From an optimization exercise on the open Yosys and OpenROAD flow, aimed at small area, a short achievable clock period and few clock cycles per item; shortcuts taken in it are not production practice. In this exercise RTL edits were held to simulation tests only and were not proved equivalent to the original.

==> flow/design.v <==
module sha256_engine (
    input  wire         clk,
    input  wire         rst,         
    input  wire         in_valid,
    output wire         in_ready,
    input  wire         in_first,
    input  wire [31:0]  in_data,
    output wire         out_valid,
    input  wire         out_ready,
    output wire [255:0] out_digest
);
    reg        ld;         
    reg        rdy;        
    reg [3:0]  lag;        
    reg        run;        
    reg        fin;        
    reg        ov;         
    reg [3:0]  wcnt;       
    reg [5:0]  kn;         
    reg        first_q;    
    reg        ff_first;   
    reg        early;      
    reg [31:0] w [0:15];
    reg [31:0] a, b, c, d, e, f, g, h;
    reg [31:0] p;
    reg [31:0] ra [0:3];
    reg [31:0] re [0:3];
    function [31:0] rotr(input [31:0] x, input integer n);
        rotr = (x >> n) | (x << (32 - n));
    endfunction
    function [31:0] bsig0(input [31:0] x);
        bsig0 = rotr(x, 2) ^ rotr(x, 13) ^ rotr(x, 22);
    endfunction
    function [31:0] bsig1(input [31:0] x);
        bsig1 = rotr(x, 6) ^ rotr(x, 11) ^ rotr(x, 25);
    endfunction
    function [31:0] ssig0(input [31:0] x);
        ssig0 = rotr(x, 7) ^ rotr(x, 18) ^ (x >> 3);
    endfunction
    function [31:0] ssig1(input [31:0] x);
        ssig1 = rotr(x, 17) ^ rotr(x, 19) ^ (x >> 10);
    endfunction
    function [31:0] csa_s(input [31:0] x, input [31:0] y, input [31:0] z);
        csa_s = x ^ y ^ z;
    endfunction
    function [31:0] csa_c(input [31:0] x, input [31:0] y, input [31:0] z);
        csa_c = ((x & y) | (x & z) | (y & z)) << 1;
    endfunction
    function [31:0] add_bk(input [31:0] x, input [31:0] y);
        reg [31:0] gg, pp, hs;
        integer l, i;
        begin
            gg = x & y;
            pp = x ^ y;
            hs = pp;
            for (l = 0; l < 5; l = l + 1) begin
                for (i = (2 << l) - 1; i < 32; i = i + (2 << l)) begin
                    gg[i] = gg[i] | (pp[i] & gg[i - (1 << l)]);
                    pp[i] = pp[i] & pp[i - (1 << l)];
                end
            end
            for (l = 3; l >= 0; l = l - 1) begin
                for (i = (3 << l) - 1; i < 32; i = i + (2 << l)) begin
                    gg[i] = gg[i] | (pp[i] & gg[i - (1 << l)]);
                    pp[i] = pp[i] & pp[i - (1 << l)];
                end
            end
            add_bk = hs ^ {gg[30:0], 1'b0};
        end
    endfunction
    localparam [31:0] IV0 = 32'h6a09e667, IV1 = 32'hbb67ae85,
                      IV2 = 32'h3c6ef372, IV3 = 32'ha54ff53a,
                      IV4 = 32'h510e527f, IV5 = 32'h9b05688c,
                      IV6 = 32'h1f83d9ab, IV7 = 32'h5be0cd19;
    reg [31:0] k_t;
    always @(*) begin
        case (kn)
            6'd0:  k_t = 32'h428a2f98; 6'd1:  k_t = 32'h71374491;
            6'd2:  k_t = 32'hb5c0fbcf; 6'd3:  k_t = 32'he9b5dba5;
            6'd4:  k_t = 32'h3956c25b; 6'd5:  k_t = 32'h59f111f1;
            6'd6:  k_t = 32'h923f82a4; 6'd7:  k_t = 32'hab1c5ed5;
            6'd8:  k_t = 32'hd807aa98; 6'd9:  k_t = 32'h12835b01;
            6'd10: k_t = 32'h243185be; 6'd11: k_t = 32'h550c7dc3;
            6'd12: k_t = 32'h72be5d74; 6'd13: k_t = 32'h80deb1fe;
            6'd14: k_t = 32'h9bdc06a7; 6'd15: k_t = 32'hc19bf174;
            6'd16: k_t = 32'he49b69c1; 6'd17: k_t = 32'hefbe4786;
            6'd18: k_t = 32'h0fc19dc6; 6'd19: k_t = 32'h240ca1cc;
            6'd20: k_t = 32'h2de92c6f; 6'd21: k_t = 32'h4a7484aa;
            6'd22: k_t = 32'h5cb0a9dc; 6'd23: k_t = 32'h76f988da;
            6'd24: k_t = 32'h983e5152; 6'd25: k_t = 32'ha831c66d;
            6'd26: k_t = 32'hb00327c8; 6'd27: k_t = 32'hbf597fc7;
            6'd28: k_t = 32'hc6e00bf3; 6'd29: k_t = 32'hd5a79147;
            6'd30: k_t = 32'h06ca6351; 6'd31: k_t = 32'h14292967;
            6'd32: k_t = 32'h27b70a85; 6'd33: k_t = 32'h2e1b2138;
            6'd34: k_t = 32'h4d2c6dfc; 6'd35: k_t = 32'h53380d13;
            6'd36: k_t = 32'h650a7354; 6'd37: k_t = 32'h766a0abb;
            6'd38: k_t = 32'h81c2c92e; 6'd39: k_t = 32'h92722c85;
            6'd40: k_t = 32'ha2bfe8a1; 6'd41: k_t = 32'ha81a664b;
            6'd42: k_t = 32'hc24b8b70; 6'd43: k_t = 32'hc76c51a3;
            6'd44: k_t = 32'hd192e819; 6'd45: k_t = 32'hd6990624;
            6'd46: k_t = 32'hf40e3585; 6'd47: k_t = 32'h106aa070;
            6'd48: k_t = 32'h19a4c116; 6'd49: k_t = 32'h1e376c08;
            6'd50: k_t = 32'h2748774c; 6'd51: k_t = 32'h34b0bcb5;
            6'd52: k_t = 32'h391c0cb3; 6'd53: k_t = 32'h4ed8aa4a;
            6'd54: k_t = 32'h5b9cca4f; 6'd55: k_t = 32'h682e6ff3;
            6'd56: k_t = 32'h748f82ee; 6'd57: k_t = 32'h78a5636f;
            6'd58: k_t = 32'h84c87814; 6'd59: k_t = 32'h8cc70208;
            6'd60: k_t = 32'h90befffa; 6'd61: k_t = 32'ha4506ceb;
            6'd62: k_t = 32'hbef9a3f7; default: k_t = 32'hc67178f2;
        endcase
    end
    wire take   = rdy && in_valid;                       
    wire init   = take && wcnt == 4'd0;                  
    wire pstep  = run || (take && wcnt != 4'd0);          
    wire rstep  = run || (take && wcnt[3:1] != 3'd0);     
    wire last   = run && kn == 6'd0;                      
    wire ffwd   = run && (kn[5:1] == 5'd31 || kn == 6'd0);  
    wire fstep  = ffwd || fin;                            
    wire [31:0] ch  = (e & f) ^ (~e & g);
    wire [31:0] maj = (a & b) ^ (a & c) ^ (b & c);
    wire [31:0] s1e = bsig1(e);
    wire [31:0] s0a = bsig0(a);
    wire [31:0] v_s  = csa_s(ch, p, d);
    wire [31:0] v_c  = csa_c(ch, p, d);
    wire [31:0] e1_s = csa_s(s1e, v_s, v_c);
    wire [31:0] e1_c = csa_c(s1e, v_s, v_c);
    wire [31:0] e_new = e1_s + e1_c;
    wire [31:0] u_s  = csa_s(ch, maj, p);
    wire [31:0] u_c  = csa_c(ch, maj, p);
    wire [31:0] a1_s = csa_s(s1e, s0a, u_s);
    wire [31:0] a1_c = csa_c(s1e, s0a, u_s);
    wire [31:0] a2_s = csa_s(a1_s, a1_c, u_c);
    wire [31:0] a2_c = csa_c(a1_s, a1_c, u_c);
    wire [31:0] a_new = a2_s + a2_c;
    wire [31:0] h0    = fin ? (first_q ? IV7 : re[1]) : h;
    wire [31:0] hn    = (ld && wcnt == 4'd1) ? h0 : g;
    wire [31:0] pn_s  = csa_s(hn, k_t, w[15]);
    wire [31:0] pn_c  = csa_c(hn, k_t, w[15]);
    wire [31:0] p_new = add_bk(pn_s, pn_c);
    wire [31:0] u0_s = csa_s(ssig1(w[14]), w[9], ssig0(w[1]));
    wire [31:0] u0_c = csa_c(ssig1(w[14]), w[9], ssig0(w[1]));
    wire [31:0] u1_s = csa_s(u0_s, u0_c, w[0]);
    wire [31:0] u1_c = csa_c(u0_s, u0_c, w[0]);
    wire [31:0] wnew = add_bk(u1_s, u1_c);
    wire [3:0] wcnt_n = take ? wcnt + 4'd1 : wcnt;
    wire       ld_n   = (take && wcnt == 4'd15) ? 1'b0 :
                        ((run && kn == 6'd63) ? 1'b1 : ld);
    wire [3:0] lag_n  = (!ld_n || wcnt_n == 4'd0 || take) ? 4'd0 : lag + 4'd1;
    wire       ov_n   = fin ? 1'b1 : (ov && !out_ready ? 1'b1 : 1'b0);
    wire       rdy_n  = ld_n && lag_n == 4'd0 && !(wcnt_n == 4'd15 && ov_n);
    reg [31:0] iva, ive;
    always @(*) begin
        case ({fin, kn[1:0]})
            3'b010:  begin iva = IV3; ive = IV7; end
            3'b011:  begin iva = IV2; ive = IV6; end
            3'b000:  begin iva = IV1; ive = IV5; end
            default: begin iva = IV0; ive = IV4; end
        endcase
    end
    wire [31:0] fa_sum = add_bk(ff_first ? iva : ra[0], a);
    wire [31:0] fe_sum = add_bk(ff_first ? ive : re[0], e);
    assign in_ready   = rdy;
    assign out_valid  = ov;
    assign out_digest = {ra[3], ra[2], ra[1], ra[0], re[3], re[2], re[1], re[0]};
    integer i;
    always @(posedge clk) begin
        if (rst) begin
            ld   <= 1'b1;
            rdy  <= 1'b1;
            lag  <= 4'd0;
            run  <= 1'b0;
            fin  <= 1'b0;
            ov   <= 1'b0;
            wcnt <= 4'd0;
        end else begin
            ld   <= ld_n;
            rdy  <= rdy_n;
            lag  <= lag_n;
            wcnt <= wcnt_n;
            ov   <= ov_n;
            fin  <= last;
            if (take && wcnt == 4'd15)
                run <= 1'b1;
            else if (last)
                run <= 1'b0;
        end
    end
    always @(posedge clk) begin
        if (init)
            kn <= 6'd0;
        else if (pstep)
            kn <= kn + 6'd1;
        if (init)
            first_q <= in_first;
        if (take && wcnt == 4'd15)
            ff_first <= first_q;
        early <= init && run;
        for (i = 0; i < 15; i = i + 1)
            w[i] <= w[i + 1];
        w[15] <= take ? in_data : (run ? wnew : w[0]);
        if (pstep)
            p <= p_new;
        if (rstep) begin
            h <= g;
            g <= f;
            f <= e;
            e <= e_new;
            d <= c;
            c <= b;
            b <= a;
            a <= a_new;
        end else if ((init && in_first) || (fin && early && first_q)) begin
            {a, b, c, d, e, f, g, h} <= {IV0, IV1, IV2, IV3, IV4, IV5, IV6, IV7};
        end else if (fin) begin
            {a, b, c, d} <= {fa_sum, ra[3], ra[2], ra[1]};
            {e, f, g, h} <= {fe_sum, re[3], re[2], re[1]};
        end
        if (fstep) begin
            ra[0] <= ra[1]; ra[1] <= ra[2]; ra[2] <= ra[3]; ra[3] <= fa_sum;
            re[0] <= re[1]; re[1] <= re[2]; re[2] <= re[3]; re[3] <= fe_sum;
        end
    end
endmodule
Settings: LEC_CHECK=0, CAP_MARGIN=20, CORE_MARGIN=2, CORE_UTILIZATION=40, CTS_BUF_LIST=sky130_fd_sc_hd__clkbuf_16, CTS_CLUSTER_DIAMETER=100, CTS_CLUSTER_SIZE=24, SETUP_SLACK_MARGIN=5, SLEW_MARGIN=20; clock period 10.0 ns.
run.sh (not shown) runs the stock make flow with config.mk's settings and CLKGATE_MAP_FILE= SYNTH_SCRIPT=/design/flow/synth_recipe.tcl, a recipe that flattens the netlist after the stock synthesis.
The first run passed the timing, DRC and antenna checks.
Testbench counts at the start, summed over its fixed seeds: cycles 55,794, blocks 858.
Next try:
Settings changed: CTS_BUF_LIST sky130_fd_sc_hd__clkbuf_16 to default, CTS_CLUSTER_DIAMETER 100 to default, CTS_CLUSTER_SIZE 24 to default.
What happened: Die area does not change. Wire length increases by 0.84%. Final area came out higher by 3.5%. Setup slack is better by 0.0034 ns. Fmax barely changes.

## static timing again, ports no longer ideal
How much do the figures lean on ideal ports? The routed layouts below were timed once more, with nothing changed but the port constraints. Step 1 assumes that a clkbuf_16 drives the clock port and a buf_2 every other input. Step 2 moves the port delays by t, midway between the first and last clock arrival at a register: inputs arrive t later, outputs are due t later. That takes back most of the time a late clock gives input paths. Slacks: ideal ports / drivers / drivers and shift; pairs: ideal ports / drivers.
| run | t (ns) | setup slack, ns | slew at the worst register clock pin (ns) | worst data-port slew with drivers (ns) | pins driven straight from the clock port |
|---|---|---|---|---|---|
| the first run | 0.778 | 4.922 / 4.922 / 4.314 | 0.11 / 0.11 | 0.09 | 1 |
| the second run | 0.808 | 4.925 / 4.925 / 4.296 | 0.07 / 0.07 | 0.08 | 1 |
After both steps setup and hold are still met in every run listed. For the second run, which loses most, drivers alone change the setup slack by 0.000 ns; drivers and shift together by -0.629 ns.
